This design comes from an exercise in tuning for small area, a short achievable clock period and few clock cycles per item on the open sky130 flow, not from production work. In this exercise RTL edits were held to simulation tests only and were not proved equivalent to the original.

### flow/constraint.sdc
create_clock -name core_clock -period 7.0 [get_ports {clk}]
set_input_delay 1.4000 -clock core_clock [delete_from_list [all_inputs] [get_ports {clk}]]
set_output_delay 1.4000 -clock core_clock [all_outputs]
set_load 0.01 [all_outputs]
### flow/run.sh
#!/bin/bash
# synth_recipe.tcl (not shown) runs the flow's synth.tcl, then flattens the netlist and writes it again
# the make line also repeats each setting of config.mk as NAME=value (left out here)
make -C /OpenROAD-flow-scripts/flow DESIGN_CONFIG=/design/flow/config.mk WORK_HOME=/design/flow/orfs CLKGATE_MAP_FILE= SYNTH_SCRIPT=/design/flow/synth_recipe.tcl finish
### flow/config.mk
export PLATFORM = sky130hd
export DESIGN_NAME = qvk_xts_enc
export DESIGN_NICKNAME = qvk_xts_enc
export VERILOG_FILES = /design/flow/design.v
export SDC_FILE = /design/flow/constraint.sdc
export NUM_CORES = 4
export LEC_CHECK = 0
export CAP_MARGIN = 20
export CORE_MARGIN = 2
export CORE_UTILIZATION = 40
export SETUP_SLACK_MARGIN = 3.2
export SLEW_MARGIN = 20
export SYNTH_HIERARCHICAL = 1
export SYNTH_MINIMUM_KEEP_SIZE = 0
### flow/design.v
module aes_sbox_a (
    input  wire [7:0] a,
    output wire [8:0] q      
);
  wire U0 = a[7], U1 = a[6], U2 = a[5], U3 = a[4];
  wire U4 = a[3], U5 = a[2], U6 = a[1], U7 = a[0];
  wire M1, M2, M3, M4, M5, M6, M7, M8, M9, M10, M11, M12, M13, M14, M15, M16, M17, M18, M19, M20, M21, M22, M23, M24, M25, M26, M27, M28, M29, M30, M31, M32, M33, M34, M35, M36, M37, M38, M39, M40, T1, T2, T3, T4, T5, T6, T7, T8, T9, T10, T11, T12, T13, T14, T15, T16, T17, T18, T19, T20, T21, T22, T23, T24, T25, T26, T27;
  sb_xor2 g_T1 (.a(U0), .b(U3), .y(T1));
  sb_xor2 g_T2 (.a(U0), .b(U5), .y(T2));
  sb_xor2 g_T3 (.a(U0), .b(U6), .y(T3));
  sb_xor2 g_T4 (.a(U3), .b(U5), .y(T4));
  sb_xor2 g_T5 (.a(U4), .b(U6), .y(T5));
  sb_xor2 g_T6 (.a(T1), .b(T5), .y(T6));
  sb_xor2 g_T7 (.a(U1), .b(U2), .y(T7));
  sb_xor2 g_T8 (.a(U7), .b(T6), .y(T8));
  sb_xor2 g_T9 (.a(U7), .b(T7), .y(T9));
  sb_xor2 g_T10 (.a(T6), .b(T7), .y(T10));
  sb_xor2 g_T11 (.a(U1), .b(U5), .y(T11));
  sb_xor2 g_T12 (.a(U2), .b(U5), .y(T12));
  sb_xor2 g_T13 (.a(T3), .b(T4), .y(T13));
  sb_xor2 g_T14 (.a(T6), .b(T11), .y(T14));
  sb_xor2 g_T15 (.a(T5), .b(T11), .y(T15));
  sb_xor2 g_T16 (.a(T5), .b(T12), .y(T16));
  sb_xor2 g_T17 (.a(T9), .b(T16), .y(T17));
  sb_xor2 g_T18 (.a(U3), .b(U7), .y(T18));
  sb_xor2 g_T19 (.a(T7), .b(T18), .y(T19));
  sb_xor2 g_T20 (.a(T1), .b(T19), .y(T20));
  sb_xor2 g_T21 (.a(U6), .b(U7), .y(T21));
  sb_xor2 g_T22 (.a(T7), .b(T21), .y(T22));
  sb_xor2 g_T23 (.a(T2), .b(T22), .y(T23));
  sb_xor2 g_T24 (.a(T2), .b(T10), .y(T24));
  sb_xor2 g_T25 (.a(T20), .b(T17), .y(T25));
  sb_xor2 g_T26 (.a(T3), .b(T16), .y(T26));
  sb_xor2 g_T27 (.a(T1), .b(T12), .y(T27));
  sb_nand2 g_M1 (.a(T13), .b(T6), .y(M1));
  sb_nand2 g_M2 (.a(T23), .b(T8), .y(M2));
  sb_xnor2 g_M3 (.a(T14), .b(M1), .y(M3));
  sb_nand2 g_M4 (.a(T19), .b(U7), .y(M4));
  sb_xor2 g_M5 (.a(M4), .b(M1), .y(M5));
  sb_nand2 g_M6 (.a(T3), .b(T16), .y(M6));
  sb_nand2 g_M7 (.a(T22), .b(T9), .y(M7));
  sb_xnor2 g_M8 (.a(T26), .b(M6), .y(M8));
  sb_nand2 g_M9 (.a(T20), .b(T17), .y(M9));
  sb_xor2 g_M10 (.a(M9), .b(M6), .y(M10));
  sb_nand2 g_M11 (.a(T1), .b(T15), .y(M11));
  sb_nand2 g_M12 (.a(T4), .b(T27), .y(M12));
  sb_xor2 g_M13 (.a(M12), .b(M11), .y(M13));
  sb_nand2 g_M14 (.a(T2), .b(T10), .y(M14));
  sb_xor2 g_M15 (.a(M14), .b(M11), .y(M15));
  sb_xnor2 g_M16 (.a(M3), .b(M2), .y(M16));
  sb_xor2 g_M17 (.a(M5), .b(T24), .y(M17));
  sb_xnor2 g_M18 (.a(M8), .b(M7), .y(M18));
  sb_xor2 g_M19 (.a(M10), .b(M15), .y(M19));
  sb_xor2 g_M20 (.a(M16), .b(M13), .y(M20));
  sb_xor2 g_M21 (.a(M17), .b(M15), .y(M21));
  sb_xor2 g_M22 (.a(M18), .b(M13), .y(M22));
  sb_xor2 g_M23 (.a(M19), .b(T25), .y(M23));
  sb_xnor2 g_M24 (.a(M22), .b(M23), .y(M24));
  sb_nand2 g_M25 (.a(M22), .b(M20), .y(M25));
  sb_xor2 g_M26 (.a(M21), .b(M25), .y(M26));
  sb_xnor2 g_M27 (.a(M20), .b(M21), .y(M27));
  sb_xor2 g_M28 (.a(M23), .b(M25), .y(M28));
  sb_nor2 g_M29 (.a(M28), .b(M27), .y(M29));
  sb_nor2 g_M30 (.a(M26), .b(M24), .y(M30));
  sb_nand2 g_M31 (.a(M20), .b(M23), .y(M31));
  sb_nor2 g_M32 (.a(M27), .b(M31), .y(M32));
  sb_xor2 g_M33 (.a(M27), .b(M25), .y(M33));
  sb_nand2 g_M34 (.a(M21), .b(M22), .y(M34));
  sb_nor2 g_M35 (.a(M24), .b(M34), .y(M35));
  sb_xor2 g_M36 (.a(M24), .b(M25), .y(M36));
  sb_xor2 g_M37 (.a(M21), .b(M29), .y(M37));
  sb_xor2 g_M38 (.a(M32), .b(M33), .y(M38));
  sb_xor2 g_M39 (.a(M23), .b(M30), .y(M39));
  sb_xor2 g_M40 (.a(M35), .b(M36), .y(M40));
  assign q = {M37, M38, M39, M40, T8, T10, T17, T20, T23};
endmodule
module aes_sbox_b (
    input  wire [7:0] a,
    input  wire [8:0] q,     
    output wire [7:0] y
);
  wire U0 = a[7], U1 = a[6], U2 = a[5], U3 = a[4];
  wire U4 = a[3], U5 = a[2], U6 = a[1], U7 = a[0];
  wire M37 = q[8], M38 = q[7], M39 = q[6], M40 = q[5];
  wire T8 = q[4], T10 = q[3], T17 = q[2], T20 = q[1], T23 = q[0];
  wire L0, L1, L2, L3, L4, L5, L6, L7, L8, L9, L10, L11, L12, L13, L14, L15, L16, L17, L18, L19, L20, L21, L22, L23, L24, L25, L26, L27, L28, L29, M41, M42, M43, M44, M45, M46, M47, M48, M49, M50, M51, M52, M53, M54, M55, M56, M57, M58, M59, M60, M61, M62, M63, T1, T2, T3, T4, T5, T6, T7, T9, T11, T12, T13, T15, T16, T18, T19, T21, T22, T27;
  sb_xor2 g_T1 (.a(U0), .b(U3), .y(T1));
  sb_xor2 g_T2 (.a(U0), .b(U5), .y(T2));
  sb_xor2 g_T3 (.a(U0), .b(U6), .y(T3));
  sb_xor2 g_T4 (.a(U3), .b(U5), .y(T4));
  sb_xor2 g_T5 (.a(U4), .b(U6), .y(T5));
  sb_xor2 g_T6 (.a(T1), .b(T5), .y(T6));
  sb_xor2 g_T7 (.a(U1), .b(U2), .y(T7));
  sb_xor2 g_T9 (.a(U7), .b(T7), .y(T9));
  sb_xor2 g_T11 (.a(U1), .b(U5), .y(T11));
  sb_xor2 g_T12 (.a(U2), .b(U5), .y(T12));
  sb_xor2 g_T13 (.a(T3), .b(T4), .y(T13));
  sb_xor2 g_T15 (.a(T5), .b(T11), .y(T15));
  sb_xor2 g_T16 (.a(T5), .b(T12), .y(T16));
  sb_xor2 g_T18 (.a(U3), .b(U7), .y(T18));
  sb_xor2 g_T19 (.a(T7), .b(T18), .y(T19));
  sb_xor2 g_T21 (.a(U6), .b(U7), .y(T21));
  sb_xor2 g_T22 (.a(T7), .b(T21), .y(T22));
  sb_xor2 g_T27 (.a(T1), .b(T12), .y(T27));
  sb_xor2 g_M41 (.a(M38), .b(M40), .y(M41));
  sb_xor2 g_M42 (.a(M37), .b(M39), .y(M42));
  sb_xor2 g_M43 (.a(M37), .b(M38), .y(M43));
  sb_xor2 g_M44 (.a(M39), .b(M40), .y(M44));
  sb_xor2 g_M45 (.a(M42), .b(M41), .y(M45));
  sb_nand2 g_M46 (.a(M44), .b(T6), .y(M46));
  sb_nand2 g_M47 (.a(M40), .b(T8), .y(M47));
  sb_nand2 g_M48 (.a(M39), .b(U7), .y(M48));
  sb_nand2 g_M49 (.a(M43), .b(T16), .y(M49));
  sb_nand2 g_M50 (.a(M38), .b(T9), .y(M50));
  sb_nand2 g_M51 (.a(M37), .b(T17), .y(M51));
  sb_nand2 g_M52 (.a(M42), .b(T15), .y(M52));
  sb_nand2 g_M53 (.a(M45), .b(T27), .y(M53));
  sb_nand2 g_M54 (.a(M41), .b(T10), .y(M54));
  sb_nand2 g_M55 (.a(M44), .b(T13), .y(M55));
  sb_nand2 g_M56 (.a(M40), .b(T23), .y(M56));
  sb_nand2 g_M57 (.a(M39), .b(T19), .y(M57));
  sb_nand2 g_M58 (.a(M43), .b(T3), .y(M58));
  sb_nand2 g_M59 (.a(M38), .b(T22), .y(M59));
  sb_nand2 g_M60 (.a(M37), .b(T20), .y(M60));
  sb_nand2 g_M61 (.a(M42), .b(T1), .y(M61));
  sb_nand2 g_M62 (.a(M45), .b(T4), .y(M62));
  sb_nand2 g_M63 (.a(M41), .b(T2), .y(M63));
  sb_xor2 g_L0 (.a(M61), .b(M62), .y(L0));
  sb_xor2 g_L1 (.a(M50), .b(M56), .y(L1));
  sb_xor2 g_L2 (.a(M46), .b(M48), .y(L2));
  sb_xor2 g_L3 (.a(M47), .b(M55), .y(L3));
  sb_xor2 g_L4 (.a(M54), .b(M58), .y(L4));
  sb_xor2 g_L5 (.a(M49), .b(M61), .y(L5));
  sb_xnor2 g_L6 (.a(M62), .b(L5), .y(L6));
  sb_xnor2 g_L7 (.a(M46), .b(L3), .y(L7));
  sb_xor2 g_L8 (.a(M51), .b(M59), .y(L8));
  sb_xor2 g_L9 (.a(M52), .b(M53), .y(L9));
  sb_xnor2 g_L10 (.a(M53), .b(L4), .y(L10));
  sb_xnor2 g_L11 (.a(M60), .b(L2), .y(L11));
  sb_xor2 g_L12 (.a(M48), .b(M51), .y(L12));
  sb_xnor2 g_L13 (.a(M50), .b(L0), .y(L13));
  sb_xor2 g_L14 (.a(M52), .b(M61), .y(L14));
  sb_xnor2 g_L15 (.a(M55), .b(L1), .y(L15));
  sb_xnor2 g_L16 (.a(M56), .b(L0), .y(L16));
  sb_xnor2 g_L17 (.a(M57), .b(L1), .y(L17));
  sb_xnor2 g_L18 (.a(M58), .b(L8), .y(L18));
  sb_xnor2 g_L19 (.a(M63), .b(L4), .y(L19));
  sb_xor2 g_L20 (.a(L0), .b(L1), .y(L20));
  sb_xor2 g_L21 (.a(L1), .b(L7), .y(L21));
  sb_xor2 g_L22 (.a(L3), .b(L12), .y(L22));
  sb_xor2 g_L23 (.a(L18), .b(L2), .y(L23));
  sb_xor2 g_L24 (.a(L15), .b(L9), .y(L24));
  sb_xor2 g_L25 (.a(L6), .b(L10), .y(L25));
  sb_xor2 g_L26 (.a(L7), .b(L9), .y(L26));
  sb_xor2 g_L27 (.a(L8), .b(L10), .y(L27));
  sb_xor2 g_L28 (.a(L11), .b(L14), .y(L28));
  sb_xor2 g_L29 (.a(L11), .b(L17), .y(L29));
  sb_xor2 g_y7 (.a(L6), .b(L24), .y(y[7]));
  sb_xnor2 g_y6 (.a(L16), .b(L26), .y(y[6]));
  sb_xnor2 g_y5 (.a(L19), .b(L28), .y(y[5]));
  sb_xor2 g_y4 (.a(L6), .b(L21), .y(y[4]));
  sb_xor2 g_y3 (.a(L20), .b(L22), .y(y[3]));
  sb_xor2 g_y2 (.a(L25), .b(L29), .y(y[2]));
  sb_xnor2 g_y1 (.a(L13), .b(L27), .y(y[1]));
  sb_xnor2 g_y0 (.a(L6), .b(L23), .y(y[0]));
endmodule
module aes_sbox (
    input  wire [7:0] a,
    output wire [7:0] y
);
  wire [8:0] q;
  aes_sbox_a u_a (.a(a), .q(q));
  aes_sbox_b u_b (.a(a), .q(q), .y(y));
endmodule
module sb_xor2 (input wire a, input wire b, output wire y);
  assign y = a ^ b;
endmodule
module sb_xnor2 (input wire a, input wire b, output wire y);
  assign y = ~(a ^ b);
endmodule
module sb_nand2 (input wire a, input wire b, output wire y);
  assign y = ~(a & b);
endmodule
module sb_nor2 (input wire a, input wire b, output wire y);
  assign y = ~(a | b);
endmodule
module sb_inv (input wire a, output wire y);
  assign y = ~a;
endmodule
module aes_stage_a (
    input  wire [127:0] state_in,
    output wire [143:0] q            
);
  genvar gi;
  generate
    for (gi = 0; gi < 16; gi = gi + 1) begin : g_sbox
      aes_sbox_a u_sbox (.a(state_in[127-8*gi -: 8]), .q(q[143-9*gi -: 9]));
    end
  endgenerate
endmodule
module aes_stage_b (
    input  wire [127:0] u,           
    input  wire [143:0] q,           
    input  wire [127:0] round_key,
    output wire [127:0] shifted,     
    output wire [127:0] mixed        
);
  wire [127:0] sub;
  genvar gi;
  generate
    for (gi = 0; gi < 16; gi = gi + 1) begin : g_sbox
      aes_sbox_b u_sbox (.a(u[127-8*gi -: 8]), .q(q[143-9*gi -: 9]),
                         .y(sub[127-8*gi -: 8]));
    end
  endgenerate
  generate
    for (gi = 0; gi < 16; gi = gi + 1) begin : g_shift
      localparam integer ROW = gi % 4;
      localparam integer COL = gi / 4;
      localparam integer SRC = 4 * ((COL + ROW) % 4) + ROW;
      assign shifted[127-8*gi -: 8] = sub[127-8*SRC -: 8];
    end
  endgenerate
  generate
    for (gi = 0; gi < 4; gi = gi + 1) begin : g_mix
      aes_mixadd u_mix (
          .a(shifted[127-32*gi -: 32]),
          .k(round_key[127-32*gi -: 32]),
          .b(mixed[127-32*gi -: 32])
      );
    end
  endgenerate
endmodule
module aes_mixadd (
    input  wire [31:0] a,
    input  wire [31:0] k,
    output wire [31:0] b
);
  wire [7:0] ab [0:3];     
  wire [7:0] kb [0:3];     
  wire [7:0] t  [0:3];     
  wire [7:0] xt [0:3];     
  wire [7:0] u  [0:3];     
  wire [7:0] w  [0:3];     
  genvar i, j;
  generate
    for (i = 0; i < 4; i = i + 1) begin : g_byte
      assign ab[i] = a[31-8*i -: 8];
      assign kb[i] = k[31-8*i -: 8];
    end
    for (i = 0; i < 4; i = i + 1) begin : g_col
      for (j = 0; j < 8; j = j + 1) begin : g_bit
        sb_xor2 g_t (.a(ab[i][j]), .b(ab[(i+1)%4][j]), .y(t[i][j]));
        sb_xor2 g_u (.a(ab[(i+1)%4][j]), .b(kb[i][j]), .y(u[i][j]));
        sb_xor2 g_w (.a(u[i][j]), .b(t[(i+2)%4][j]), .y(w[i][j]));
        sb_xor2 g_b (.a(xt[i][j]), .b(w[i][j]), .y(b[31-8*i-7+j]));
        if (j == 0) begin : g_x0
          assign xt[i][0] = t[i][7];
        end else if (j == 1 || j == 3 || j == 4) begin : g_xr
          sb_xor2 g_x (.a(t[i][j-1]), .b(t[i][7]), .y(xt[i][j]));
        end else begin : g_xs
          assign xt[i][j] = t[i][j-1];
        end
      end
    end
  endgenerate
endmodule
module aes256_key_step (
    input  wire [127:0] prev,
    input  wire [31:0]  u,       
    input  wire [35:0]  q,       
    input  wire [7:0]   rc,      
    output wire [127:0] next
);
  wire [31:0] t;
  genvar gi;
  generate
    for (gi = 0; gi < 4; gi = gi + 1) begin : g_sbox
      aes_sbox_b u_sbox (.a(u[31-8*gi -: 8]), .q(q[35-9*gi -: 9]),
                         .y(t[31-8*gi -: 8]));
    end
  endgenerate
  wire [31:0] p0 = prev[127:96] ^ {rc, 24'h0};
  wire [31:0] p1 = p0 ^ prev[95:64];
  wire [31:0] p2 = p1 ^ prev[63:32];
  wire [31:0] p3 = p2 ^ prev[31:0];
  generate
    for (gi = 0; gi < 32; gi = gi + 1) begin : g_add
      sb_xor2 g_0 (.a(t[gi]), .b(p0[gi]), .y(next[96+gi]));
      sb_xor2 g_1 (.a(t[gi]), .b(p1[gi]), .y(next[64+gi]));
      sb_xor2 g_2 (.a(t[gi]), .b(p2[gi]), .y(next[32+gi]));
      sb_xor2 g_3 (.a(t[gi]), .b(p3[gi]), .y(next[gi]));
    end
  endgenerate
endmodule
module aes256_key_stage_a (
    input  wire [31:0] w,
    output wire [35:0] q
);
  genvar gi;
  generate
    for (gi = 0; gi < 4; gi = gi + 1) begin : g_sbox
      aes_sbox_a u_sbox (.a(w[31-8*gi -: 8]), .q(q[35-9*gi -: 9]));
    end
  endgenerate
endmodule
module qvk_xts_enc (
    input  wire         clk,
    input  wire         rst,
    input  wire [255:0] key1,
    input  wire [255:0] key2,
    input  wire         in_valid,
    output wire         in_ready,
    input  wire         in_first,
    input  wire [127:0] in_tweak,
    input  wire [127:0] in_data,
    output wire         out_valid,
    input  wire         out_ready,
    output wire [127:0] out_data
);
  function [127:0] byte_rev(input [127:0] v);
    integer i;
    for (i = 0; i < 16; i = i + 1)
      byte_rev[127-8*i -: 8] = v[8*i +: 8];
  endfunction
  function [127:0] mul_alpha(input [127:0] t);
    reg [127:0] le;
    begin
      le = byte_rev(t);
      le = {le[126:0], 1'b0} ^ (le[127] ? 128'h87 : 128'h0);
      mul_alpha = byte_rev(le);
    end
  endfunction
  function [127:0] div_alpha(input [127:0] t);
    reg [127:0] le;
    begin
      le = byte_rev(t);
      le = {1'b0, le[127:1]} ^ (le[0] ? {1'b1, 119'h0, 8'h43} : 128'h0);
      div_alpha = byte_rev(le);
    end
  endfunction
  reg         busy;        
  reg [4:0]   pc;          
  reg         xf;          
  reg         p0;          
  reg         ks;          
  reg         twk;         
  reg         has_y;       
  reg         yfin;        
  reg         tsh;         
  reg         tw_fresh;    
  reg [127:0] state;       
  reg [127:0] mu;          
  reg [143:0] mq;          
  reg [255:0] kreg;        
  reg [31:0]  ku;          
  reg [35:0]  kq;          
  reg [127:0] tval;        
  reg         out_valid_r;
  reg [127:0] out_data_r;
  wire xfin    = xf;
  wire stall_x = xfin && !twk && out_valid_r && !out_ready;
  wire stall_y = yfin && out_valid_r && !out_ready;
  wire stall   = stall_x || stall_y;
  wire x_open = (!busy || (xfin && !twk)) && !out_valid_r;
  wire y_open = p0 && !twk && !stall_y;
  assign in_ready = x_open ? (!in_first || tw_fresh) : (y_open && !in_first);
  wire x_acc   = in_valid && x_open && (!in_first || tw_fresh);
  wire y_acc   = in_valid && y_open && !in_first;
  wire t_start = in_valid && x_open && in_first && !tw_fresh;
  wire p_start = x_acc || t_start;
  wire [127:0] load = t_start ? byte_rev(in_tweak) ^ key2[255:128]
                              : in_data ^ tval ^ key1[255:128];
  wire [143:0] qa;
  aes_stage_a u_a (.state_in(state), .q(qa));
  wire [127:0] shifted, mixed;
  aes_stage_b u_b (
      .u        (mu),
      .q        (mq),
      .round_key(kreg[127:0]),
      .shifted  (shifted),
      .mixed    (mixed)
  );
  wire [127:0] fin  = shifted ^ kreg[127:0];         
  wire         d2   = xfin ? has_y : tsh;
  wire [127:0] tfin = div_alpha(d2 ? div_alpha(tval) : tval);
  wire [31:0]  kw   = pc[1] ? kreg[31:0] : {kreg[23:0], kreg[31:24]};
  wire [35:0]  kqa;
  aes256_key_stage_a u_ka (.w(kw), .q(kqa));
  wire [4:0]   nxt  = {1'b0, pc[4:1]} + 5'd1;
  wire [7:0]   rc   = nxt[0] ? 8'h00 : (8'h01 << (nxt[4:1] - 4'd1));
  wire [127:0] key_next;
  aes256_key_step u_key (
      .prev(kreg[255:128]),
      .u   (ku),
      .q   (kq),
      .rc  (rc),
      .next(key_next)
  );
  wire       busy_n = stall ? busy : (p_start || (busy && !xf));
  wire [4:0] pc_n   = stall ? pc : p_start ? 5'd0 : busy ? pc + 5'd1 : pc;
  always @(posedge clk) begin
    if (rst) begin
      busy        <= 1'b0;
      xf          <= 1'b0;
      p0          <= 1'b0;
      ks          <= 1'b0;
      twk         <= 1'b0;
      yfin        <= 1'b0;
      tw_fresh    <= 1'b0;
      out_valid_r <= 1'b0;
    end else begin
      if (out_valid_r && out_ready)
        out_valid_r <= 1'b0;
      busy <= busy_n;
      pc   <= pc_n;
      xf   <= busy_n && (pc_n == 5'd27);
      p0   <= busy_n && (pc_n == 5'd0);
      ks   <= busy_n && !pc_n[0] && (pc_n >= 5'd2) && (pc_n <= 5'd26);
      if (!stall) begin
        mu <= state;
        mq <= qa;
        if ((xfin && !twk) || yfin) begin
          out_valid_r <= 1'b1;
          out_data_r  <= fin ^ tfin;
        end
        if (xfin && twk) begin
          tval     <= fin;
          tw_fresh <= 1'b1;
        end
        yfin <= xfin && has_y;
        if (xfin)
          tsh <= x_acc;
        state <= (p_start || y_acc) ? load : mixed;
        if (x_acc || y_acc)
          tval <= mul_alpha(tval);
        if (x_acc && in_first)
          tw_fresh <= 1'b0;
        if (p_start) begin
          twk   <= t_start;
          has_y <= 1'b0;
        end
        if (y_acc)
          has_y <= 1'b1;
        if (p0)
          kreg <= twk ? key2 : key1;
        else if (ks)
          kreg <= {kreg[127:0], key_next};
      end
    end
    ku <= kw;
    kq <= kqa;
  end
  assign out_valid = out_valid_r;
  assign out_data  = out_data_r;
endmodule
==> impl_metrics.toml, run 1 <==
[outcome]
outcome = "complete, no violations"

[timing]
hold_ws_ns = 0.492
tightest_slew_ns = 1.21
slew_headroom_pct = 18.7
period_minus_slack_ns = 3.81
hold_violations = 0
rsz0062_at_grt = "true"
setup_viol = 0
finalClockSkew_ns = 0.0380
final_max_slew_viol_count = 0
timing.final.crit_share_pct = 54.5
max_freq_mhz = 262

[cells_and_area]
syn_to_final_growth_pct = 22.3
multi_input_area_um2 = 47900
finalCoreUtilization_pct = 49.2
drive_gt1_share_pct = 8.48
final_nets = 9010
nFillCells = 17486
regArea_um2 = 29100

[setup_path]
r2r_start = "mu[5]$_DFFE_PP_"
end_kind = "flop"
startpoint_type = "flop"
regToRegEndpoint = "state[120]$_DFFE_PP_"
path_delay_family = "XOR/XNOR gates"
worst-endpoint-arrival_ns = 4.40
worstSetupPathType = "flop to flop"
timing.critical_path.to = "state[120]$_DFFE_PP_"
cp-startpoint = "mu[5]$_DFFE_PP_"
ff2ff_setup_slack_ns = 3.19
cpPeakStageDelay_ns = 0.74
cp.required_ns = 7.59
crit_path_max_fanout = 4
r2r_cells = 12
path_buf_inv = 0
cp_slowest_cell = "xnor2_1"
crit_top_cell = "xor2_1"
path_depth = 12
crit_chain = "xor2_1, xor2_1, nand2_1, xor2_1, xnor2_1, xor2_1, xnor2_1, xor2_1, xor2_1, xor2_1, nand2_1, o21ai_0"

[clock_network]
cts_tree = "built"
cts_made_buffers = 118
htree_levels = 3
cts_root_buf = "clkbuf_16"
cts_sinks = 995
clkLatencyLatePin_ns = 0.78
clockBufferDepth = 3
holdBufCountCts = 0
cts.clk_slew.worst_paths_ns = 0.06

[die]
fp.dieH_um = 444
dieArea_um2 = 197000
num_io_pins = 903
initial_utilization_pct = 40.2
row_count = 161
core_um2 = 192000
die_w_um = 444

[grt]
grt_use_total_pct = 29.5
grt_first_pass_wirelength_um = 413000
first_global_vias = 55470
antenna_found_initial = 32
grt_max_degree = 200
overflow = 0

[synthesis]
yosys.cell_types.count = 43
synth-main-ff-cell = "edfxtp_1"
synth.most_common_cell = "xor2_1"
ys_top_cells_by_area = "edfxtp_1, xor2_1, xnor2_1"
yosysTopAreaCell = "edfxtp_1"
synth_top_area_share_pct = 35.7
ys_warn_count = 8
synth_edf_count = 919
synthTopCellsByCount = "xor2_1, edfxtp_1, nand2_1, xnor2_1, nor2_1"
synth_area_per_cell_um2 = 10.4
netlist_instances = 7420
ys_ff_latch = 995
synth_area_um2 = 77400
synth_nets = 8195
async_flop_share_pct = 0
yosysSeqAreaShare_pct = 37.6

[routing]
viasPerCell = 5.13
wl_per_cell_um = 27.8
ant_nets = 0
dr_total_vias = 55819
drt_iter0_drc = 5464
drc = 0
first_pass_iters = 5
wirelength_um = 302000

[worst_hold_path]
hold_class = "flop to flop"

[placed_design]
portBuffers = 902
hpwlAfterDp_um = 246000
gp_congestion = 0.978

[run]
cap_violations = 0
worst min-delay path by stage:
stage | from | endpoint | slack (ns) | depth (start not counted)
after CTS | tw_fresh$_SDFFE_PP0P_ | tw_fresh$_SDFFE_PP0P_ | 0.48 | 1
final | state[123]$_DFFE_PP_ | mu[123]$_DFFE_PP_ | 0.49 | 0
after global placement | tw_fresh$_SDFFE_PP0P_ | tw_fresh$_SDFFE_PP0P_ | 0.47 | 1
after floorplan | tw_fresh$_SDFFE_PP0P_ | tw_fresh$_SDFFE_PP0P_ | 0.43 | 1
after global routing | state[123]$_DFFE_PP_ | mu[123]$_DFFE_PP_ | 0.50 | 0
after detailed placement | tw_fresh$_SDFFE_PP0P_ | tw_fresh$_SDFFE_PP0P_ | 0.47 | 1
routing by layer:
layer	GRT usage (%)	routed length (um)
met1	37.9	125000
met4	14.4	15900
met2	48.5	143000
met3	4.13	17800
met5	0	56
Yosys stat by module, one instance, submodules excluded, excerpt:
module	times used	flip-flops and latches	cells inside	area, um2
sb_nand2	600	0	1	3.75
aes_sbox_a	20	0	9	67.6
sb_xor2	2528	0	1	8.76
qvk_xts_enc	1	995	3496	46300
sb_xnor2	400	0	1	8.76
sb_nor2	80	0	1	3.75
aes256_key_step	1	0	136	1570
kinds of logic after synthesis:
| logic type | share of synthesized area, % |
|---|---|
| fa+ha+maj | 0.0323 |
| simple gates | 6.20 |
| xor+xnor | 42.4 |
| compound gates | 3.57 |
| flops | 37.6 |
| buf+inv | 2.86 |
| mux | 7.27 |
what timing repair did:
item	in CTS	in global routing
endpoints found under the setup margin	99	152
gates cloned	0	1
resized for setup	67	153
setup buffers	30	60
pin swaps	4	36
metrics by stage:
stage | TNS [ns] | setup WS (ns) | instance area (um2) | std cells
3_3_place_gp | 0 | 2.58 | 88300 | 10550
4_1_cts | 0 | 3.07 | 92800 | 10801
3_5_place_dp | 0 | 2.46 | 88300 | 10550
2_1_floorplan | -583.01 | -1.23 | 77400 | 7420
6_report | 0 | 3.19 | 94600 | 10880
5_1_grt | 0 | 3.08 | 94600 | 10876
cell usage in the layout (no fill, tap or decap), types with 102 or more instances in the layout:
cell type and count:
buf_4 125, xnor2_1 665, mux2_2 161, clkbuf_16 120, edfxtp_1 919, clkdlybuf4s50_1 899
nor2_1 487, nand2_1 735, mux2i_1 380, xor2_2 102, a21oi_1 396, xor2_1 2808
final cells by class:
cell class,count,area share [%]
clock inverters,73,0.666
well taps,2526,3.34
flip-flops and latches,995,30.8
repair buffers,1054,11.1
inverters,30,0.123
multi-input cells,6036,50.6
diodes,18,0.0476
clock buffers,148,3.37
flip-flops by register name, indices dropped and copies added (netlist names), 5 cells and up:
signal,cells
kq,36
kreg,256
ku,32
mq,144
mu,128
out_data_r,128
pc,5
state,128
tval,128
Testbench counts, summed over its fixed seeds: cycles 65,052, blocks 4,608.
==> run 2: changes to the inputs <==
--- a/flow/config.mk
+++ b/flow/config.mk
@@ -9,5 +9,5 @@
 export CORE_MARGIN = 2
 export CORE_UTILIZATION = 40
-export SETUP_SLACK_MARGIN = 3.2
+export SETUP_SLACK_MARGIN = 3.6
 export SLEW_MARGIN = 20
 export SYNTH_HIERARCHICAL = 1
==> run 2 against run 1 <==
Area after synthesis did not move. Critical path depth grew 3. Flip-flop and latch count unchanged. Sequential share of layout area decreased by 3.1 points. Routed wire length grew 3.9%. Non-clock buffer count up 491. Worst hold slack better by 0.029 ns. Clock skew down 0.0041 ns.
==> impl_metrics.toml, run 2 <==
[outcome]
outcome = "complete, no violations"

[synthesis]
ys_top_cells_by_area = "edfxtp_1, xor2_1, xnor2_1"
synth-main-ff-cell = "edfxtp_1"
synth_nets = 8195
yosysSeqAreaShare_pct = 37.6
ys_warn_count = 8
yosysTopAreaCell = "edfxtp_1"
synth_area_per_cell_um2 = 10.4
synth.most_common_cell = "xor2_1"
netlist_instances = 7420
synthTopCellsByCount = "xor2_1, edfxtp_1, nand2_1, xnor2_1, nor2_1"
ys_ff_latch = 995
synth_area_um2 = 77400
async_flop_share_pct = 0
yosys.cell_types.count = 43
synth_top_area_share_pct = 35.7
synth_edf_count = 919

[setup_path]
r2r_start = "mu[76]$_DFFE_PP_"
cp.required_ns = 7.63
cpPeakStageDelay_ns = 0.53
worstSetupPathType = "flop to flop"
crit_chain = "xor2_2, xor2_1, nand2_2, xor2_4, xnor2_4, buf_4, xor2_2, xor2_4, buf_12, buf_6, xor2_1, xor2_1, xor2_1, nand2_1, o21ai_1"
worst-endpoint-arrival_ns = 4.30
startpoint_type = "flop"
ff2ff_setup_slack_ns = 3.33
r2r_cells = 15
crit_path_max_fanout = 3
regToRegEndpoint = "state[28]$_DFFE_PP_"
cp_slowest_cell = "edfxtp_1"
crit_top_cell = "xor2_1"
end_kind = "flop"

[cells_and_area]
final_cell_mix = "xor2_1, edfxtp_1, clkdlybuf4s50_1, nand2_1, xor2_2"
top_register = "kreg"
final_nets = 9502
largest_register_ffs = 256
layout_commonest_cell = "xor2_1"
largestRegisters = "kreg x256, mq x144"
syn_to_final_growth_pct = 36.1
drive_gt1_share_pct = 21.7
finalCoreUtilization_pct = 54.8

[grt]
grtUsageMet2_pct = 49.3
grt_max_degree = 200
gr-usage-met1_pct = 38.6
antenna_found_initial = 31
first_global_vias = 56803
grt_first_pass_wirelength_um = 421000
busiest_layer = "met2"
grt_use_total_pct = 30.0
overflow = 0
grt_use_met3_pct = 4.25

[timing]
final_max_slew_viol_count = 0
hold_ws_ns = 0.522
setup_viol = 0
timing.final.crit_share_pct = 52.5
slew_headroom_pct = 22.3
worst_slack_ns = 3.33
hold_violations = 0
rsz0062_at_grt = "true"
finalClockSkew_ns = 0.0338
tightest_slew_ns = 1.13
max_freq_mhz = 272
period_minus_slack_ns = 3.67

[clock_network]
clkLatencyLatePin_ns = 0.78
cts_root_buf = "clkbuf_16"
cts_sinks = 995
clockBufferDepth = 3
cts_tree = "built"
cts.clk_slew.worst_paths_ns = 0.06
htree_levels = 3
holdBufCountCts = 0
cts_made_buffers = 118

[worst_hold_path]
min_to = "mu[94]$_DFFE_PP_"
min_path_cells = 0
hold_class = "flop to flop"
hp-start = "state[94]$_DFFE_PP_"

[run]
cap_violations = 0

[routing]
first_pass_iters = 5
wirelength_um = 314000
drt_iter0_drc = 5505
drc = 0
viasPerCell = 5.10
ant_nets = 0
dr_total_vias = 58026
wl_per_cell_um = 27.6

[placed_design]
pre_cts_ws_ns = 2.46
gp_congestion = 0.978
portBuffers = 902
hpwlAfterDp_um = 246000

[die]
row_count = 161
num_io_pins = 903
initial_utilization_pct = 40.2
fp.dieH_um = 444
die_w_um = 444
core_um2 = 192000
dieArea_um2 = 197000
==> run 2: cell types whose count changed in the layout (fill, tap and decap cells not counted), sizes merged <==
cell / previous run / this run
diode: 18 / 17
buf: 153 / 644
dlymetal6s2s: 2 / 0
clkbuf: 148 / 150
clkinvlp: 13 / 14
==> run 2: cell families after synthesis <==
family                     count (synthesis)  synth area share (%)
DFF                                      995                  37.6
and+or+nand+nor                         1257                  6.20
xor gates and xnor gates                3692                  42.4
buffers and inverters                    390                  2.86
AOI/OAI and AO/OA                        542                  3.57
muxes                                    542                  7.27
adders and majority gates                  2                0.0323
==> run 2: cell type report <==
| class | instances | area [um2] |
|---|---|---|
| Multi-Input combinational cell | 6036 | 54400 |
| Clock inverter | 73 | 631 |
| Timing Repair inverter | 1 | 5.00 |
| Fill cell | 16353 | 87000 |
| Inverter | 30 | 116 |
| Clock buffer | 148 | 3190 |
| Antenna cell | 17 | 42.5 |
| Tap cell | 2526 | 3160 |
| Timing Repair Buffer | 1545 | 14700 |
| Sequential cell | 995 | 29100 |
==> run 2: routing by layer <==
layer | up-vias | wire (um)
li1 | 26245 | -
met2 | 2217 | 149000
met4 | 6 | 19400
met3 | 540 | 19800
met5 | - | 41
met1 | 29018 | 126000
==> run 2: worst max-delay path by stage <==
stage                startpoint                   to  slack [ns]  cells past startpoint
6_report       mu[76]$_DFFE_PP_  state[28]$_DFFE_PP_        3.33                     15
5_1_grt        mu[76]$_DFFE_PP_  state[28]$_DFFE_PP_        3.27                     15
4_1_cts        twk$_SDFFE_PP0P_             in_ready        3.39                      4
3_5_place_dp           in_valid  state[31]$_DFFE_PP_        2.46                      9
3_3_place_gp           in_valid  state[31]$_DFFE_PP_        2.58                      9
2_1_floorplan         out_ready      mq[0]$_DFFE_PP_       -1.23                      4
==> run 2: Yosys stat by module (local to each module, per instance), excerpt <==
module,times used,flops+latches,cell area (um2)
aes256_key_step,1,0,1570
aes_sbox_a,20,0,67.6
qvk_xts_enc,1,995,46300
sb_nand2,600,0,3.75
sb_nor2,80,0,3.75
sb_xnor2,400,0,8.76
sb_xor2,2528,0,8.76
==> run 2: through the flow <==
| stage | instance area, um2 | cells | TNS (ns) |
|---|---|---|---|
| 6_report | 105000 | 11371 | 0 |
| 5_1_grt | 105000 | 11367 | 0 |
| 3_5_place_dp | 88300 | 10550 | 0 |
| 4_1_cts | 96800 | 10984 | 0 |
| 3_3_place_gp | 88300 | 10550 | 0 |
| 2_1_floorplan | 77400 | 7420 | -583.01 |
==> run 2: timing repair <==
action | 4_1_cts | 5_1_grt
resized for setup | 375 | 753
setup endpoints to repair | 302 | 483
cloned | 1 | 3
buffers inserted | 212 | 367
pin swaps | 119 | 330
==> run 2: worst max-delay path: cells and delay by family (launching register included) <==
family,cells,cell delay [ns]
xor gates and xnor gates,9,2.23
DFF,1,0.53
AOI/OAI and AO/OA,1,0.09
and+or+nand+nor,2,0.23
buffers and inverters,3,0.43
==> run 3: changes to the inputs <==
--- a/flow/config.mk
+++ b/flow/config.mk
@@ -8,6 +8,6 @@
 export CAP_MARGIN = 20
 export CORE_MARGIN = 2
-export CORE_UTILIZATION = 40
-export SETUP_SLACK_MARGIN = 3.6
+export CORE_UTILIZATION = 55
+export SETUP_SLACK_MARGIN = 3.4
 export SLEW_MARGIN = 20
 export SYNTH_HIERARCHICAL = 1
==> run 3 against run 2 <==
Fmax fell by 0.68%. Core utilization up 14 points. Global-route usage rose by 6.5 points. Synthesized cell count stayed put. Cell count fell by 9.1%. Sequential share of layout area rose by 2.5 points. Cell area shrank 8.3%. Count of clock-buffer cells in the layout is 10 lower. Via count shrank 1.6%. Critical path type is now input pin to flop. Largest cell class unchanged.
==> impl_metrics.toml, run 3 <==
[routing]
drt_iter0_drc = 6098
ant_nets = 0
wl_per_cell_um = 26.7
dr_total_vias = 57096
first_pass_iters = 6
drc = 0
viasPerCell = 5.53
wirelength_um = 276000

[clock_network]
cts_sinks = 995
cts.clk_slew.worst_paths_ns = 0.07
clkLatencyLatePin_ns = 0.74
htree_levels = 3
cts_made_buffers = 112
clockBufferDepth = 3
cts_tree = "built"
holdBufCountCts = 0
cts_root_buf = "clkbuf_16"

[grt]
overflow = 0
antenna_found_initial = 7
first_global_vias = 54603
grt_max_degree = 180
grt_use_total_pct = 36.5
grt_first_pass_wirelength_um = 375000

[setup_path]
crit_path_max_fanout = 2
worstSetupPathType = "input pin to flop"
ff2ff_setup_slack_ns = 3.40
cpPeakStageDelay_ns = 0.18
cp_slowest_cell = "nand3b_1"
worst-endpoint-arrival_ns = 4.29
crit_top_cell = "buf_4"
crit_chain = "buf_6, nand3b_1, buf_4, buf_4, buf_4, buf_4, buf_4, buf_4, buf_4, buf_4, buf_4, buf_4, buf_4, buf_4, buf_4, buf_4, buf_4, buf_4, buf_4, buf_4, buf_6, a31oi_4, a311oi_2"
end_kind = "flop"
startpoint_type = "input pin"
cp.required_ns = 7.59

[synthesis]
netlist_instances = 7420
synth_edf_count = 919
synthTopCellsByCount = "xor2_1, edfxtp_1, nand2_1, xnor2_1, nor2_1"
ys_ff_latch = 995
synth-main-ff-cell = "edfxtp_1"
async_flop_share_pct = 0
synth_area_um2 = 77400
ys_top_cells_by_area = "edfxtp_1, xor2_1, xnor2_1"
synth_area_per_cell_um2 = 10.4
yosysTopAreaCell = "edfxtp_1"
synth_nets = 8195
yosysSeqAreaShare_pct = 37.6
synth_top_area_share_pct = 35.7
synth.most_common_cell = "xor2_1"
yosys.cell_types.count = 43
ys_warn_count = 8

[placed_design]
gp_congestion = 1.01
hpwlAfterDp_um = 219000
portBuffers = 902

[die]
fp.dieH_um = 379
num_io_pins = 903
initial_utilization_pct = 55.5
dieArea_um2 = 144000
row_count = 137
core_um2 = 140000
die_w_um = 379

[timing]
hold_violations = 0
max_freq_mhz = 270
period_minus_slack_ns = 3.70
setup_tns_ns = 0
setup_viol = 0
finalClockSkew_ns = 0.0358
hold_ws_ns = 0.492
rsz0062_at_grt = "true"
slew_headroom_pct = 22.1
tightest_slew_ns = 1.16
timing.final.crit_share_pct = 52.8
final_max_slew_viol_count = 0

[worst_hold_path]
hold_class = "flop to flop"

[cells_and_area]
final_nets = 9127
syn_to_final_growth_pct = 24.8
largest_register_ffs = 256
final_cell_mix = "xor2_1, edfxtp_1, clkdlybuf4s50_1, nand2_1, xnor2_1"
drive_gt1_share_pct = 12.1
largestRegisters = "kreg x256, mq x144"
finalCoreUtilization_pct = 69.2
layout_commonest_cell = "xor2_1"
top_register = "kreg"

[run]
cap_violations = 0

[outcome]
outcome = "complete, no violations"
## run 3: timing repair
action	4_1_cts	5_1_grt
pin swaps	11	103
endpoints found under the setup margin	600	484
resized for setup	147	294
setup buffers	40	165
gates cloned	1	2
endpoints found under the hold margin	0	0
## run 3: layout make-up
cell class,count,area (um2)
multi-input combinational,6036,49600
timing repair buffer,1176,11500
clock buffer,138,3040
fill,10774,42900
clock inverter,75,842
inverter,30,116
sequential,995,29100
antenna,4,10.0
timing repair inverter,1,5.00
tap,1876,2350
## run 3: worst paths after layout
kind,startpoint,end,cells past startpoint
max,out_ready,tw_fresh$_SDFFE_PP0P_,23
min,state[99]$_DFFE_PP_,mu[99]$_DFFE_PP_,0
max reg2reg,pc[1]$_DFFE_PN_,kq[14]$_DFF_P_,13
min reg2reg,state[99]$_DFFE_PP_,mu[99]$_DFFE_PP_,0
## run 3: cells by family after synthesis
group | count (synthesis) | synth area share, %
xor+xnor | 3692 | 42.4
simple gates | 1257 | 6.20
flops | 995 | 37.6
compound gates | 542 | 3.57
mux | 542 | 7.27
buf+inv | 390 | 2.86
fa+ha+maj | 2 | 0.0323
## run 3: per-layer routing
layer	share of wire (%)	global-route usage, %	vias to the layer above	wire [um]
met4	5.3	17.1	2	14500
li1	-	-	25861	-
met3	9.0	6.54	528	24900
met2	46	57.0	2824	126000
met1	40	49.2	27881	110000
met5	0.0051	0	-	14
## run 3: modules after synthesis, one instance, submodules excluded, excerpt
module / copies in the design / flip-flops and latches / cells / cell area (um2)
aes_sbox_a: 20 / 0 / 9 / 67.6
sb_nor2: 80 / 0 / 1 / 3.75
sb_nand2: 600 / 0 / 1 / 3.75
sb_xnor2: 400 / 0 / 1 / 8.76
qvk_xts_enc: 1 / 995 / 3496 / 46300
aes256_key_step: 1 / 0 / 136 / 1570
sb_xor2: 2528 / 0 / 1 / 8.76
## run 3: through the flow
| step | setup WS, ns | std cells | area (um2) |
|---|---|---|---|
| final | 3.30 | 10331 | 96600 |
| after global routing | 3.26 | 10331 | 96600 |
| after CTS | 3.23 | 10159 | 92800 |
| after detailed placement | 2.58 | 9905 | 87500 |
| after global placement | 2.60 | 9905 | 87500 |
| after floorplan | -1.23 | 7420 | 77400 |
## run 3: critical path, delay by kind of cell
family | cells | cell delay [ns]
buf+inv | 20 | 2.47
simple gates | 1 | 0.18
compound gates | 2 | 0.22
==> run 4: changes to the inputs <==
--- a/flow/config.mk
+++ b/flow/config.mk
@@ -8,6 +8,6 @@
 export CAP_MARGIN = 20
 export CORE_MARGIN = 2
-export CORE_UTILIZATION = 55
-export SETUP_SLACK_MARGIN = 3.4
+export CORE_UTILIZATION = 65
+export SETUP_SLACK_MARGIN = 3.3
 export SLEW_MARGIN = 20
 export SYNTH_HIERARCHICAL = 1
==> run 4 against run 3 <==
Core utilization grew 10 points. Worst hold slack better by 0.011 ns. Global-route usage is 5.9 points higher. Flip-flop and latch count unchanged. Cell count down 4.5%. Setup slack lost 0.085 ns. Non-clock buffer count down 107.
==> impl_metrics.toml, run 4 <==
[cells_and_area]
finalCoreUtilization_pct = 79.5
nFillCells = 7612
final_nets = 9014
largest_register_ffs = 256
largestRegisters = "kreg x256, mq x144"
final_cell_mix = "xor2_1, edfxtp_1, clkdlybuf4s50_1, nand2_1, xnor2_1"
top_register = "kreg"
stdcell_area_um2 = 93800
layout_commonest_cell = "xor2_1"
drive_gt1_share_pct = 9.24
syn_to_final_growth_pct = 21.3

[die]
core_um2 = 118000
fp.dieH_um = 349
row_count = 126
initial_utilization_pct = 65.5
die_w_um = 349
num_io_pins = 903
dieArea_um2 = 122000

[clock_network]
cts_made_buffers = 108
htree_levels = 3
cts.clk_slew.worst_paths_ns = 0.06
cts_root_buf = "clkbuf_16"
clkLatencyLatePin_ns = 0.71
cts_tree = "built"
clockBufferDepth = 3
cts_sinks = 995
holdBufCountCts = 0

[synthesis]
synth_edf_count = 919
yosysTopAreaCell = "edfxtp_1"
netlist_instances = 7420
synth_nets = 8195
async_flop_share_pct = 0
synth.most_common_cell = "xor2_1"
ys_warn_count = 8
synth_top_area_share_pct = 35.7
synth_area_per_cell_um2 = 10.4
ys_top_cells_by_area = "edfxtp_1, xor2_1, xnor2_1"
synth_area_um2 = 77400
synth-main-ff-cell = "edfxtp_1"
yosys.cell_types.count = 43
ys_ff_latch = 995
yosysSeqAreaShare_pct = 37.6
synthTopCellsByCount = "xor2_1, edfxtp_1, nand2_1, xnor2_1, nor2_1"

[routing]
ant_nets = 0
viasPerCell = 5.95
first_pass_iters = 7
drt_iter0_drc = 7626
dr_total_vias = 58694
wirelength_um = 271000
wl_per_cell_um = 27.5
drc = 0

[grt]
busiest_layer = "met2"
grtUsageMet2_pct = 67.3
grt_first_pass_wirelength_um = 374000
grt_use_total_pct = 42.4
gr-usage-met1_pct = 55.7
grt_max_degree = 211
antenna_found_initial = 8
overflow = 0
first_global_vias = 55961
grt_use_met3_pct = 9.03

[placed_design]
gp_congestion = 1.03
hpwlAfterDp_um = 212000
portBuffers = 902
place_area_um2 = 87000
pre_cts_ws_ns = 1.92

[setup_path]
cp_slowest_cell = "nand3b_1"
cpPeakStageDelay_ns = 0.23
r2r_cells = 12
startpoint_type = "input pin"
crit_top_cell = "buf_4"
cp.required_ns = 7.56
crit_path_max_fanout = 2
crit_chain = "buf_4, nand3b_1, buf_4, buf_4, buf_4, buf_4, buf_4, buf_4, buf_4, buf_4, buf_4, buf_4, buf_6, buf_6, buf_4, buf_4, buf_4, buf_4, buf_4, buf_6, buf_6, a31oi_4, a311oi_2"
worst-endpoint-arrival_ns = 4.35
end_kind = "flop"
worstSetupPathType = "input pin to flop"

[timing]
setup_tns_ns = 0
slew_headroom_pct = 19.7
worst_slack_ns = 3.22
tightest_slew_ns = 1.20
finalClockSkew_ns = 0.0219
hold_violations = 0
rsz0062_at_grt = "true"
timing.final.crit_share_pct = 54.1
setup_viol = 0
final_max_slew_viol_count = 0
period_minus_slack_ns = 3.78
max_freq_mhz = 264

[worst_hold_path]
hold_class = "flop to flop"
min_path_cells = 0

[run]
cap_violations = 0

[outcome]
outcome = "complete, no violations"
==> run 4: cell counts after synthesis <==
No cell type changed its count.
==> run 4: metal layers <==
layer	share of wire, %	up-vias
li1	-	25705
met1	37	28556
met2	45	3725
met3	12	704
met4	6.0	4
met5	0.0096	-
==> run 4: area by class of cell <==
| class | instances | area (um2) | share of cell area [%] |
|---|---|---|---|
| inverters | 30 | 116 | 0.124 |
| clock inverters | 82 | 848 | 0.904 |
| multi-input cells | 6035 | 48400 | 51.6 |
| well taps | 1536 | 1920 | 2.05 |
| flip-flops and latches | 995 | 29100 | 31.0 |
| repair buffers | 1069 | 10600 | 11.3 |
| clock buffers | 119 | 2770 | 2.95 |
| diodes | 5 | 12.5 | 0.0133 |
==> run 4: kinds of logic after synthesis <==
family / after synthesis / synth area share (%)
compound gates: 542 / 3.57
simple gates: 1257 / 6.20
mux: 542 / 7.27
xor+xnor: 3692 / 42.4
fa+ha+maj: 2 / 0.0323
buf+inv: 390 / 2.86
flops: 995 / 37.6
==> run 4: worst max-delay path: cells and delay by family <==
family / cells / cell delay (ns)
buf+inv: 20 / 2.49
simple gates: 1 / 0.23
compound gates: 2 / 0.21
==> run 4: path summary, 6_finish.rpt <==
check | from | endpoint | slack (ns)
min reg2reg | state[35]$_DFFE_PP_ | mu[35]$_DFFE_PP_ | 0.50
max reg2reg | mu[77]$_DFFE_PP_ | state[7]$_DFFE_PP_ | 3.29
min | state[35]$_DFFE_PP_ | mu[35]$_DFFE_PP_ | 0.50
max | out_ready | tw_fresh$_SDFFE_PP0P_ | 3.22
==> run 4: per-stage QoR <==
step / cells / hold WS (ns)
2_1_floorplan: 7420 / 0.433
3_3_place_gp: 9554 / 0.464
3_5_place_dp: 9554 / 0.469
4_1_cts: 9782 / 0.487
5_1_grt: 9867 / 0.508
6_report: 9871 / 0.503
==> run 4: modules after synthesis, one instance, submodules excluded, excerpt <==
module,flops+latches,cells
qvk_xts_enc,995,3496
aes256_key_step,0,136
aes_sbox_a,0,9
sb_xnor2,0,1
sb_xor2,0,1
sb_nand2,0,1
sb_nor2,0,1
==> run 4: timing repair <==
item                       4_1_cts  5_1_grt
setup endpoints to repair      207      230
resized for setup              104      197
pin swaps                        5       44
cloned                           2        0
setup buffers                   25       83
==> run 5: changes to the inputs <==
==> flow/flow/run.sh (new file) <==
#!/bin/bash
# Layout with the standard flow (standard.sh), changed in one way only:
# the input and output ports are buffered with sky130_fd_sc_hd__buf_1
# instead of the clkdlybuf4s50_1 delay cell the resizer picks by default.
# Every port still gets its own buffer. ORFS writes each step's log under
# orfs/logs; the make output as a whole goes to standard.log here.
set -euo pipefail
export BUFFER_PORTS_ARGS="-buffer_cell sky130_fd_sc_hd__buf_1"
bash standard.sh > standard.log 2>&1
==> flow/standard.sh (new file) <==
#!/bin/bash
# synth_recipe.tcl (not shown) runs the flow's synth.tcl, then flattens the netlist and writes it again
# the make line also repeats each setting of config.mk as NAME=value (left out here)
make -C /OpenROAD-flow-scripts/flow DESIGN_CONFIG=/design/flow/config.mk WORK_HOME=/design/flow/orfs CLKGATE_MAP_FILE= SYNTH_SCRIPT=/design/flow/synth_recipe.tcl "${@:-finish}"
--- a/flow/config.mk
+++ b/flow/config.mk
@@ -8,6 +8,6 @@
 export CAP_MARGIN = 20
 export CORE_MARGIN = 2
-export CORE_UTILIZATION = 65
-export SETUP_SLACK_MARGIN = 3.3
+export CORE_UTILIZATION = 55
+export SETUP_SLACK_MARGIN = 3.4
 export SLEW_MARGIN = 20
 export SYNTH_HIERARCHICAL = 1
removed: flow/run.sh
==> run 5 against run 4 <==
Non-clock buffer count grew 85. Area after synthesis is the same. Sequential share of layout area grew 1.2 points. Clock skew grew 0.023 ns. Die area grew 18%. Setup slack gained 0.15 ns. Fmax grew 4.1%. Critical path depth shrank 13. First-iteration DRC count shrank 24%. Highest routed layer unchanged.
==> impl_metrics.toml, run 5 <==
[setup_path]
r2r_cells = 10
r2r_start = "ku[1]$_DFF_P_"
ff2ff_setup_slack_ns = 3.36
cp-startpoint = "ku[1]$_DFF_P_"
cp.required_ns = 7.58
regToRegEndpoint = "kreg[2]$_DFFE_PP_"
worstSetupPathType = "flop to flop"
worst-endpoint-arrival_ns = 4.21
end_kind = "flop"
crit_path_max_fanout = 4
startpoint_type = "flop"

[grt]
antenna_found_initial = 13
grt_max_degree = 198
grt_use_total_pct = 36.5
first_global_vias = 53582
overflow = 0
grt_first_pass_wirelength_um = 374000

[clock_network]
htree_levels = 3
clockBufferDepth = 3
cts_tree = "built"
cts.clk_slew.worst_paths_ns = 0.07
cts_sinks = 995
clkLatencyLatePin_ns = 0.75
cts_made_buffers = 114
holdBufCountCts = 0
cts_root_buf = "clkbuf_16"

[synthesis]
synth-main-ff-cell = "edfxtp_1"
yosysSeqAreaShare_pct = 37.6
async_flop_share_pct = 0
ys_warn_count = 8
ys_top_cells_by_area = "edfxtp_1, xor2_1, xnor2_1"
ys_ff_latch = 995
synthTopCellsByCount = "xor2_1, edfxtp_1, nand2_1, xnor2_1, nor2_1"
synth_area_um2 = 77400
synth_top_area_share_pct = 35.7
synth.most_common_cell = "xor2_1"
synth_area_per_cell_um2 = 10.4
synth_edf_count = 919
synth_nets = 8195
yosys.cell_types.count = 43
netlist_instances = 7420
yosysTopAreaCell = "edfxtp_1"

[cells_and_area]
top_register = "kreg"
layout_commonest_cell = "xor2_1"
stdcell_area_um2 = 90400
finalCoreUtilization_pct = 64.8
drive_gt1_share_pct = 11.5
nFillCells = 11425
largestRegisters = "kreg x256, mq x144"
final_nets = 9105
syn_to_final_growth_pct = 16.8
final_cell_mix = "xor2_1, edfxtp_1, buf_1, nand2_1, xnor2_1"
largest_register_ffs = 256

[die]
row_count = 137
num_io_pins = 903
die_w_um = 379
core_um2 = 140000
initial_utilization_pct = 55.5
fp.dieH_um = 379
dieArea_um2 = 144000

[placed_design]
place_area_um2 = 81800
portBuffers = 902
hpwlAfterDp_um = 218000
gp_congestion = 0.994
pre_cts_ws_ns = 3.02

[routing]
wirelength_um = 274000
ant_nets = 0
first_pass_iters = 6
viasPerCell = 5.49
wl_per_cell_um = 26.5
drc = 0
drt_iter0_drc = 5773
dr_total_vias = 56576

[worst_hold_path]
hold_class = "flop to flop"
min_to = "mu[51]$_DFFE_PP_"
min_path_cells = 0
hp-start = "state[51]$_DFFE_PP_"

[run]
cap_violations = 0

[outcome]
outcome = "complete, no violations"

[timing]
final_max_slew_viol_count = 0
worst_slack_ns = 3.36
setup_viol = 0
tightest_slew_ns = 1.27
setup_tns_ns = 0
max_freq_mhz = 275
slew_headroom_pct = 14.7
finalClockSkew_ns = 0.0448
hold_violations = 0
period_minus_slack_ns = 3.64
timing.final.crit_share_pct = 51.9
rsz0062_at_grt = "true"
-- run 5: changes by cell type in the layout (fill, tap and decap cells not counted), moves of 8 or more --
cell and change:
clkbuf_16 +8, clkinv_1 -12, clkdlybuf4s50_1 -899, xor2_2 +82
xor2_1 -80, buf_4 +92, buf_1 +900, xnor2_1 -13
bufinv_16 +9, xnor2_2 +8
-- run 5: layout make-up --
| class | instances | area [um2] | area share (%) |
|---|---|---|---|
| Clock inverter | 81 | 1100 | 1.22 |
| Sequential cell | 995 | 29100 | 32.2 |
| Tap cell | 1876 | 2350 | 2.60 |
| Inverter | 30 | 116 | 0.129 |
| Antenna cell | 9 | 22.5 | 0.0249 |
| Timing Repair Buffer | 1154 | 5560 | 6.15 |
| Multi-Input combinational cell | 6035 | 49100 | 54.3 |
| Clock buffer | 132 | 3030 | 3.36 |
-- run 5: critical path: stages (launching register included) --
cell	delay, ns
dfxtp_1	0.41
xor2_1	0.34
xor2_1	0.18
nand2_1	0.08
xor2_1	0.15
xnor2_1	0.52
xor2_1	0.22
xor2_1	0.69
xor2_1	0.64
nor2_1	0.09
a21oi_1	0.14
-- run 5: cells by family after synthesis --
family / synth area share (%)
DFF: 37.6
adders and majority gates: 0.0323
buffers and inverters: 2.86
muxes: 7.27
and+or+nand+nor: 6.20
xor gates and xnor gates: 42.4
AOI/OAI and AO/OA: 3.57
-- run 5: layer usage --
metal | vias up | track usage, % | part of all wire (%) | wire length [um]
met1 | 27816 | 50.1 | 42 | 114000
met2 | 2498 | 57.7 | 46 | 125000
met4 | 4 | 13.6 | 4.3 | 11800
li1 | 25826 | - | - | -
met3 | 432 | 6.37 | 8.2 | 22300
met5 | - | 0 | 0.011 | 29
-- run 5: how the worst max path moves through the flow --
| stage | to | depth (start not counted) | slack [ns] |
|---|---|---|---|
| 2_1_floorplan | mq[0]$_DFFE_PP_ | 4 | -1.23 |
| 3_3_place_gp | state[1]$_DFFE_PP_ | 12 | 3.09 |
| 3_5_place_dp | kq[14]$_DFF_P_ | 12 | 3.02 |
| 4_1_cts | state[1]$_DFFE_PP_ | 11 | 3.29 |
| 5_1_grt | state[19]$_DFFE_PP_ | 13 | 3.23 |
| 6_report | kreg[2]$_DFFE_PP_ | 10 | 3.36 |
-- run 5: per-stage QoR --
step | hold WS (ns) | cells
after CTS | 0.483 | 10149
after detailed placement | 0.472 | 9898
after global routing | 0.527 | 10309
after floorplan | 0.433 | 7420
after global placement | 0.466 | 9898
final | 0.522 | 10312
-- run 5: repair_timing --
item,4_1_cts,5_1_grt
buffers inserted,38,154
pin swaps,21,90
setup endpoints to repair,149,195
gates resized for setup,132,245
-- run 5: Yosys stat by module, one instance, submodules excluded, a selection --
module | flops+latches | cell area [um2] | cells
sb_xor2 | 0 | 8.76 | 1
sb_xnor2 | 0 | 8.76 | 1
aes_sbox_a | 0 | 67.6 | 9
sb_nand2 | 0 | 3.75 | 1
qvk_xts_enc | 995 | 46300 | 3496
aes256_key_step | 0 | 1570 | 136
sb_nor2 | 0 | 3.75 | 1
==> run 6: changes to the inputs <==
--- a/flow/config.mk
+++ b/flow/config.mk
@@ -9,5 +9,6 @@
 export CORE_MARGIN = 2
 export CORE_UTILIZATION = 55
-export SETUP_SLACK_MARGIN = 3.4
+export CTS_BUF_LIST = sky130_fd_sc_hd__clkbuf_4 sky130_fd_sc_hd__clkbuf_8
+export SETUP_SLACK_MARGIN = 3.3
 export SLEW_MARGIN = 20
 export SYNTH_HIERARCHICAL = 1
==> run 6 against run 5 <==
Synthesized cell count is the same. Cell count grew 0.15%. Critical path type unchanged. Sequential share of layout area grew 0.82 points. Flip-flop and latch count is the same. Via count shrank 0.11%. Still clean. Cell area shrank 2.5%. Largest cell class unchanged. Non-clock buffer count shrank 88. Register-to-register slack lost 0.06 ns. Global-route usage grew 0.10 points. First-iteration DRC count shrank 1.4%.
==> impl_metrics.toml, run 6 <==
[outcome]
outcome = "complete, no violations"

[timing]
slew_headroom_pct = 16.4
rsz0062_at_grt = "true"
setup_viol = 0
max_freq_mhz = 271
period_minus_slack_ns = 3.70
finalClockSkew_ns = 0.0449
hold_violations = 0
timing.final.crit_share_pct = 52.8
final_max_slew_viol_count = 0
tightest_slew_ns = 1.25

[setup_path]
crit_path_max_fanout = 4
regToRegEndpoint = "state[0]$_DFFE_PP_"
r2r_cells = 12
cp.required_ns = 7.77
worst-endpoint-arrival_ns = 4.47
ff2ff_setup_slack_ns = 3.30
end_kind = "flop"
worstSetupPathType = "flop to flop"
startpoint_type = "flop"
r2r_start = "mu[117]$_DFFE_PP_"
cp-startpoint = "mu[117]$_DFFE_PP_"

[synthesis]
ys_warn_count = 8
yosys.cell_types.count = 43
ys_ff_latch = 995
synth-main-ff-cell = "edfxtp_1"
synth.most_common_cell = "xor2_1"
synth_area_um2 = 77400
synth_top_area_share_pct = 35.7
async_flop_share_pct = 0
synthTopCellsByCount = "xor2_1, edfxtp_1, nand2_1, xnor2_1, nor2_1"
ys_top_cells_by_area = "edfxtp_1, xor2_1, xnor2_1"
synth_edf_count = 919
netlist_instances = 7420
yosysSeqAreaShare_pct = 37.6
yosysTopAreaCell = "edfxtp_1"
synth_nets = 8195
synth_area_per_cell_um2 = 10.4

[cells_and_area]
syn_to_final_growth_pct = 14.0
finalCoreUtilization_pct = 63.2
largestRegisters = "kreg x256, mq x144"
drive_gt1_share_pct = 10.2
layout_commonest_cell = "xor2_1"
final_cells = 10327
nFillCells = 11702
final_cell_mix = "xor2_1, edfxtp_1, buf_1, nand2_1, xnor2_1"
largest_register_ffs = 256
multi_input_area_um2 = 48200
regArea_um2 = 29100
top_register = "kreg"
final_nets = 9080

[placed_design]
dp.cells = 9898
hpwlAfterDp_um = 218000
portBuffers = 902
gp_congestion = 0.994

[die]
row_count = 137
fp.dieH_um = 379
die_w_um = 379
initial_utilization_pct = 55.5
num_io_pins = 903
core_um2 = 140000
dieArea_um2 = 144000

[routing]
dr_total_vias = 56511
drt_iter0_drc = 5695
first_pass_iters = 6
ant_nets = 0
wirelength_um = 273000
drc = 0
viasPerCell = 5.47
wl_per_cell_um = 26.4

[clock_network]
cts_sinks = 995
cts_root_buf = "clkbuf_8"
cts.clk_slew.worst_paths_ns = 0.06
clockBufferDepth = 3
cts_made_buffers = 177
clkLatencyLatePin_ns = 0.93
htree_levels = 4
cts_tree = "built"

[worst_hold_path]
min_to = "tw_fresh$_SDFFE_PP0P_"
hp-start = "tw_fresh$_SDFFE_PP0P_"
min_path_cells = 1
hold_class = "flop to flop"

[grt]
grt_first_pass_wirelength_um = 374000
grt_use_total_pct = 36.6
overflow = 0
first_global_vias = 53837
grt_max_degree = 198
antenna_found_initial = 16

[run]
cap_violations = 0
[run 6: cell counts after synthesis]
Identical to the previous run, type by type.
[run 6: layout make-up]
cell class / count / area share [%]
clock buffer: 238 / 3.37
sequential: 995 / 33.0
antenna: 10 / 0.0284
clock inverter: 77 / 0.593
timing repair buffer: 1066 / 5.51
inverter: 30 / 0.132
tap: 1876 / 2.66
multi-input combinational: 6035 / 54.7
[run 6: worst max-delay path by stage]
stage | end | slack, ns
6_report | state[0]$_DFFE_PP_ | 3.30
4_1_cts | state[1]$_DFFE_PP_ | 3.25
5_1_grt | state[0]$_DFFE_PP_ | 3.17
3_3_place_gp | state[1]$_DFFE_PP_ | 3.09
2_1_floorplan | mq[0]$_DFFE_PP_ | -1.23
3_5_place_dp | kq[14]$_DFF_P_ | 3.02
[run 6: cells by family after synthesis]
logic type / count (synthesis) / share of synthesized area (%)
muxes: 542 / 7.27
AOI/OAI and AO/OA: 542 / 3.57
xor gates and xnor gates: 3692 / 42.4
DFF: 995 / 37.6
adders and majority gates: 2 / 0.0323
buffers and inverters: 390 / 2.86
and+or+nand+nor: 1257 / 6.20
[run 6: per-stage QoR]
step	setup TNS (ns)	hold WS (ns)	worst slack, ns	area [um2]
finish	0	0.493	3.30	88200
detailed placement	0	0.472	3.02	81800
global route	0	0.504	3.17	88200
CTS	0	0.490	3.25	85900
floorplan	-583.01	0.433	-1.23	77400
global placement	0	0.466	3.09	81800
[run 6: critical path, cell delays in order, from the launching register on]
cell and delay (ns):
edfxtp_1 0.41, xor2_1 0.34, xor2_1 0.21, nand2_1 0.08
xor2_1 0.26, xnor2_1 0.12, xor2_1 0.16, xnor2_1 0.75
xor2_1 0.39, xor2_1 0.24, xor2_1 0.36, nand2_1 0.12
o21ai_0 0.09
[run 6: timing repair]
| item | CTS | global route |
|---|---|---|
| resized for setup | 82 | 178 |
| endpoints found under the hold margin | 0 | 0 |
| setup endpoints to repair | 114 | 177 |
| hold buffers | 0 | 0 |
| gates cloned | 0 | 0 |
| setup buffers | 2 | 102 |
| pin swaps | 2 | 52 |
[run 6: Yosys stat by module (local to each module, per instance), excerpt]
| module | flip-flops and latches | area, um2 | cells |
|---|---|---|---|
| qvk_xts_enc | 995 | 46300 | 3496 |
| aes256_key_step | 0 | 1570 | 136 |
| aes_sbox_a | 0 | 67.6 | 9 |
| sb_xnor2 | 0 | 8.76 | 1 |
| sb_xor2 | 0 | 8.76 | 1 |
| sb_nand2 | 0 | 3.75 | 1 |
| sb_nor2 | 0 | 3.75 | 1 |
[run 6: metal layers]
layer / track usage [%] / routed length [um] / up-vias
met4: 15.0 / 12000 / 6
met3: 6.49 / 22900 / 451
met2: 57.0 / 124000 / 2643
met1: 50.2 / 114000 / 27544
li1: - / - / 25867
met5: 0 / 50 / -

[afterwards: timing with drivers on the ports]
Ports are ideal in the flow. The routed layouts listed here were re-timed in OpenROAD.
Step 1 sets driving cells, clkbuf_16 on the clock port and buf_2 on the other inputs (assumed; they add their load-dependent delay and slew).
Step 2, shift: input delay + t, output delay - t, t = (earliest + latest rising clock arrival at the registers) / 2. This alone moves slack from input paths to output paths.
Three values: no drivers, after step 1, after step 2; two values: the first two.
run	shift t [ns]	slack for setup (ns)	worst hold slack (ns)	clock arrival spread, ns	pins driven straight from the clock port
run 1	0.841	3.186 / 3.186 / 2.477	0.492 / 0.492 / 0.492	0.038 / 0.038	1
run 2	0.841	3.326 / 3.326 / 2.710	0.522 / 0.522 / 0.522	0.035 / 0.034	1
run 3	0.806	3.301 / 3.317 / 2.544	0.492 / 0.492 / 0.492	0.036 / 0.035	1
run 4	0.781	3.216 / 3.243 / 2.489	0.503 / 0.503 / 0.503	0.025 / 0.024	1
run 5	0.806	3.364 / 3.364 / 2.910	0.522 / 0.522 / 0.522	0.045 / 0.045	1
run 6	0.994	3.304 / 3.304 / 2.923	0.493 / 0.493 / 0.493	0.047 / 0.047	1
After both steps every run listed still meets setup and hold. The setup slack of run 3, which loses most, moves by +0.016 ns with the drivers and by -0.757 ns with both steps.
